Background: an optimization exercise with open tools, aiming at small area, a short achievable clock period and few clock cycles per item. Do not read the settings as production practice. Only simulation tests tie the RTL to the original design; equivalence was not proved.

==> flow/design.v, too long to show whole: its modules and the start of the top module <==
// module dec_quant: 42 lines
// module dec_mcmp: 523 lines
// module dec_screen: 233 lines
module dec_screen (
    input  wire        clk,
    input  wire        rst,           
    input  wire        cfg_mode3,     
    input  wire [15:0] cfg_vol1,
    input  wire [15:0] cfg_vol2,
    input  wire [15:0] cfg_vol3,
    input  wire [15:0] cfg_vol4,
    input  wire [15:0] cfg_vol5,
    input  wire [15:0] cfg_vol6,
    input  wire [7:0]  cfg_werr,      
    input  wire [7:0]  cfg_w1,        
    input  wire [7:0]  cfg_w2,        
    input  wire        in_valid,
    output wire        in_ready,
    input  wire [15:0] in_cv,         
    input  wire [7:0]  in_gain,       
    input  wire [15:0] in_thr,        
    input  wire [1:0]  in_st,         
    input  wire        in_cr,         
    input  wire        in_sol,        
    input  wire        in_eol,        
    output reg         out_valid,
    input  wire        out_ready,
    output reg  [2:0]  out_level
);
  // ...
==> flow/run.sh <==
#!/bin/bash
# synth_recipe.tcl (not shown) runs the flow's synth.tcl, then flattens the netlist and writes it again
# the make line also repeats each setting of config.mk as NAME=value (left out here)
make -C /OpenROAD-flow-scripts/flow DESIGN_CONFIG=/design/flow/config.mk WORK_HOME=/design/flow/orfs CLKGATE_MAP_FILE= SYNTH_SCRIPT=/design/flow/synth_recipe.tcl finish
==> flow/config.mk <==
export PLATFORM = sky130hd
export DESIGN_NAME = dec_screen
export DESIGN_NICKNAME = dec_screen
export VERILOG_FILES = /design/flow/design.v
export SDC_FILE = /design/flow/constraint.sdc
export NUM_CORES = 4
export LEC_CHECK = 0
export ABC_AREA = 1
export CAP_MARGIN = 20
export CORE_MARGIN = 2
export CORE_UTILIZATION = 65
export PLACE_DENSITY = 0.75
export SETUP_SLACK_MARGIN = 2
export SLEW_MARGIN = 20
==> flow/constraint.sdc <==
create_clock -name core_clock -period 100.0 [get_ports {clk}]
set_input_delay 20.0000 -clock core_clock [delete_from_list [all_inputs] [get_ports {clk}]]
set_output_delay 20.0000 -clock core_clock [all_outputs]
set_load 0.01 [all_outputs]
==> run notes, run 1 <==
- The top layer reached by signal wires is met5.
- The type of element launching the critical path is a register.
- The routed length per instance is 21.7 um.
- After synthesis, the cell types taking the most area are sky130_fd_sc_hd__fa_1, sky130_fd_sc_hd__ha_1, sky130_fd_sc_hd__inv_1.
- The number of tapcells is 1,276.
- The number of failing hold endpoints at the final stage is 0.
- For this block, the initial DRC count from the detailed router was around 5,400.
- The endpoint identified for the worst register-to-register timing path is e_reg[3]$_SDFFCE_PN0P_.
- For the final routed database, the setup TNS stands at 0 ps.
- The synthesized netlist devotes 16.8% of its cell area to simple gates.
- The average instance in the mapped netlist occupies 8.10 um2.
- The flow ran to the end and the layout has no timing, DRC or antenna violations.
- Cells fill 70.2% of the core in the end.
- The multi-input combinational cell count is 5,365.
- For this design, the CTS-stage hold fixing added 0 buffers.
- For this block, wires on met1 add up to 75,000 um.
- The mapped netlist covers 62,900 um2.
- After synthesis, flip-flops and latches occupy approximately 17% of the total area.
- Buffers inserted during clock tree synthesis total 49.
- Multi-input logic gates represent a cell area share of 66.1%.
- The total of endpoints with negative setup slack in the final report is 0.
- The clock buffers instantiated in the layout total 64.
- The via count of the first global-routing pass was 54,500.
- The largest registers in the layout are w_thr (48), w_yl (36), w_s2 (32).
- The mux cell area share after synthesis is 0.0955%.
- The start point of the critical path is out_valid$_SDFFE_PP0N_.
- The number of diodes added for antenna fixing is 0.
- Among all stages on the critical path, the largest delay is contributed by sky130_fd_sc_hd__clkdlybuf4s50_1.
- The setup path with the least slack is of type reg2out.
- The depth of the worst hold-timing path is 0.
- The clock latency on the worst-skew pair is 660 ps.
- After the flow finishes, the layout carries non-filler instances totaling 9,147.
- The post-CTS setup buffer count is 0.
- The total length of routed met3 wires is 22,800 um.
Testbench counts, summed over its fixed seeds: cycles 31,525, items 31,469.
==> inputs of run 2 (changes only) <==
--- a/flow/config.mk
+++ b/flow/config.mk
@@ -8,7 +8,6 @@
 export ABC_AREA = 1
 export CAP_MARGIN = 20
 export CORE_MARGIN = 2
-export CORE_UTILIZATION = 65
-export PLACE_DENSITY = 0.75
+export CORE_UTILIZATION = 40
 export SETUP_SLACK_MARGIN = 2
 export SLEW_MARGIN = 20
==> run 2 against run 1 <==
Still clean. Register-to-register slack improved by 120 ps. Synthesized area unchanged. Worst hold slack got worse by 2.5 ps. Flip-flop and latch count unchanged. Critical path depth is the same. Design area increased by 1.8%. Clock skew is 8.2 ps lower. Critical path type unchanged.
==> run notes, run 2 <==
- The run finished with no timing, DRC or antenna violations.
- Once the floorplan was initialized, standard cells occupied around two fifths of the core.
- The register ranked first by flip-flop count is w_thr.
- Ranked by total cell area, the synthesized netlist is headed by sky130_fd_sc_hd__fa_1, sky130_fd_sc_hd__ha_1, sky130_fd_sc_hd__inv_1.
- Gates resized during post-CTS repair numbered 0.
- The number of failing hold endpoints at the final stage is 0 (unchanged).
- The register area share after synthesis was 17.3% (unchanged).
- On the critical path the largest part of the delay comes from buffers and inverters.
- The largest registers in the layout are w_thr (48), w_yl (36), w_s2 (32).
- The post-synthesis cell type with the largest combined area is sky130_fd_sc_hd__fa_1.
- The clock input transition at the sequential cells of the worst setup and hold paths is 60 ps.
- STA classifies the critical path startpoint as a register.
- In the global route stage, met1 resource usage came out at 35.0%.
- In the finished design, the share of the clock period the worst path needs comes to a little over a fifth.
- The worst endpoint data arrival time is 1540 ps.
- The minimum clock period is 21,540 ps.
- The actual transition at the worst max-transition pin is 1100 ps.
- At the end of routability-driven placement, the weighted congestion stood at 1.00.
- The worst-path cell with the longest stage delay is sky130_fd_sc_hd__clkdlybuf4s50_1.
- The initial antenna violation count was 2.
- The layout overhead on the synthesized area is 9.35%.
- The tightest slew margin relative to the limit is 26.4%.
- The routed length per instance is 20.9 um (-3.7%).
- The number of fillers in the final layout is between 15,000 and 20,000.
- The netlist uses 73 different library cells.
- Among all cell types in the netlist, the one instantiated most often is sky130_fd_sc_hd__inv_1.
- In this run the horizontal extent of the chip is 401 um.
- The critical path goes through clkdlybuf4s50_1.
- Across all layers, the routed design uses 52,600 vias.
- met2 is the most crowded layer.
- The register with the most flip-flops in the layout has 48 of them.
- The first TritonRoute pass finished after 6 iterations.
- The number of vias per cell after detailed routing is 5.29.
- Port buffering added 174 buffers.
- Timing would allow up to 0.0464 GHz.
- The number of placed instances, taps included is 9,838.
- The TritonCTS clock tree is done.
- The H-tree level count is 2.
- For this design the top-level I/O count stands at 175.
- The via count of the first global-routing pass is 54,000 (-0.96%).
- The placeable core region is between 150,000 and 200,000 um2.
- The commonest non-fill, non-tap cell in the layout is sky130_fd_sc_hd__inv_1.
- The post-synth design cell area is 62,900 um2 (unchanged).
- The detail route stage leaves a number of antenna-violating nets equal to 0.
- The total of endpoints with negative setup slack in the final report is 0 (unchanged).
- The post-CTS setup buffer count came to 0 (unchanged).
- The flop and latch count out of synthesis is 450.
- The number of diodes added for antenna fixing came to 0 (unchanged).
- Setup repair after global routing left no endpoint under its margin.
- The endpoint kind of the worst setup timing path is an output pin.
- The die covers around 160,000 um2.
- In the global route stage, met3 resource usage came out at just under 5%.
- Max-cap violations in this run came to 0.
- After the last flow step, the layout net total stands at 9,548.
- Yosys printed 8 warnings.
- The met2 usage is 40.9%.
- The wire length of the first global-routing pass is ~320,000 um.
- The detailed placer's ending HPWL is 168,000 um.
- The final total negative setup slack is 0 ps (unchanged).
- At the worst endpoint, the required time is roughly 80,000 ps.
- The all-layer global routing usage is 26.0%.
- The number of hold buffers added after CTS is 0 (unchanged).
- The largest net degree at the start of global routing is 68.
- The type of the worst setup path is reg2out.
- Summing all placed instances gives a cell area of 66,800 um2.
- The total number of clock tree sinks is 450.
- The remaining routing DRC violations is 0.
- The final max-slew violation count is 0.
- The fraction of final layout cells sized beyond drive strength 1 is 3.74%.
- The non-filler instance count after layout is 9,944 (+8.7%).
- The global-route congestion overflow total is 0.
- Counting flops with an async set or reset pin after synthesis yields a share of 0%.
- The area of all placed cells without fillers is 68,800 um2.
- The final wirelength is 208,000 um.
- The sequential standard cell area is 10,900 um2.
- The post-layout utilization of the core is 44.0% (-26 points).
- The leading register cell type out of synthesis is sky130_fd_sc_hd__dfxtp_1.
- The number of instances in the synthesized netlist is 7,768.
- The post-synthesis average cell area was 8.10 um2 (unchanged).
- On the worst path, the slowest cell contributes a delay of about 540 ps.
- The fraction of post-synthesis cell area in the top cell type by area is 29.0%.
- The die is about 400 um tall.
- The path class of the tightest hold or removal check is reg2reg.
- The number of buffers and inverters on the critical path is 1.
- By count the netlist is led by sky130_fd_sc_hd__inv_1, sky130_fd_sc_hd__nand2_1, sky130_fd_sc_hd__fa_1, sky130_fd_sc_hd__nor2_1, sky130_fd_sc_hd__ha_1.
- Row generation in the floorplan step produced 145 rows.
- The clock latency on the worst-skew pair is 690 ps (+30 ps).
- The buffer cell driving the clock tree root is sky130_fd_sc_hd__clkbuf_16.
- The area of combinational cells with multiple inputs is around 45,000 um2.
- The total clock buffers created by CTS came to 55 (+12%).
- In the layout the commonest cells are sky130_fd_sc_hd__inv_1, sky130_fd_sc_hd__nand2_1, sky130_fd_sc_hd__fa_1.
- The number of nets in the synthesized netlist is 9,477.
- The DRC marker count from the first detailed-route iteration was 4,727 (-12%).
- The number of enable flip-flop cells after synthesis is 187.
- The worst-path maximum fanout is 3.
- In this run the deepest clock path goes through 3 buffers.
- The worst setup skew after layout is 38.9 ps.
## run 2: area by class of cell
| class | instances | share of cell area, % |
|---|---|---|
| multi-input cells | 5365 | 65.0 |
| flip-flops and latches | 450 | 15.8 |
| inverters | 1736 | 9.48 |
| well taps | 2058 | 3.74 |
| repair buffers | 231 | 3.15 |
| clock buffers | 68 | 2.24 |
| clock inverters | 36 | 0.575 |
## run 2: final timing paths
path | from | endpoint | slack (ps) | cells after the start
worst max-delay path | out_valid$_SDFFE_PP0N_ | out_valid | 78460 | 1
worst min-delay path | i_thr[11]$_DFF_P_ | a_thr[11]$_DFF_P_ | 320 | 0
worst max register to register | a_rs$_DFF_P_ | e_reg[9]$_SDFFCE_PN0P_ | 83990 | 73
worst min register to register | i_thr[11]$_DFF_P_ | a_thr[11]$_DFF_P_ | 320 | 0
## run 2: cell families after synthesis
logic type                 after synthesis  synth area share (%)
and+or+nand+nor                       2603                  16.8
AOI/OAI and AO/OA                     1013                  9.60
DFF                                    450                  17.3
xor gates and xnor gates               204                  2.91
adders and majority gates             1539                  41.5
buffers and inverters                 1953                  11.8
muxes                                    6                0.0955
## run 2: metrics by stage
step | hold slack, ps | setup WS (ps)
finish | 325 | 78460
global placement | 313 | 78360
floorplan | 310 | 79010
detailed placement | 313 | 78390
CTS | 328 | 78400
global route | 333 | 78390
## run 2: routing by layer
| metal | vias up | routed length [um] | share of wire, % |
|---|---|---|---|
| met5 | - | 13 | 0.0062 |
| met1 | 25800 | 88600 | 43 |
| met3 | 448 | 17700 | 8.5 |
| li1 | 24200 | - | - |
| met2 | 2221 | 91900 | 44 |
| met4 | 2 | 9920 | 4.8 |

[static timing again, ports no longer ideal]
In the flow no input, the clock included, has a driving cell. The finished layouts below were timed again as built, in two steps.
Step 1 assumes that a clkbuf_16 drives the clock port and a buf_2 every other input.
Step 2, shift: input delay + t, output delay - t, t = (earliest + latest rising clock arrival at the registers) / 2. This alone moves slack from input paths to output paths.
Slacks: ideal / step 1 / step 2; pairs: ideal / step 1.
| run | shift t [ns] | slack for setup (ns) | hold WS [ns] | clock arrival spread, ns | worst slew at a driven data input, ns |
|---|---|---|---|---|---|
| run 1 | 0.714 | 78.442 / 78.365 / 78.340 | 0.327 / 0.327 / 0.327 | 0.048 / 0.048 | 0.05 |
| run 2 | 0.751 | 78.461 / 78.379 / 78.384 | 0.325 / 0.325 / 0.325 | 0.042 / 0.042 | 0.05 |
After both steps every run listed still meets setup and hold. The setup slack of run 1, which loses most, moves by -0.077 ns with the drivers and by -0.102 ns with both steps.
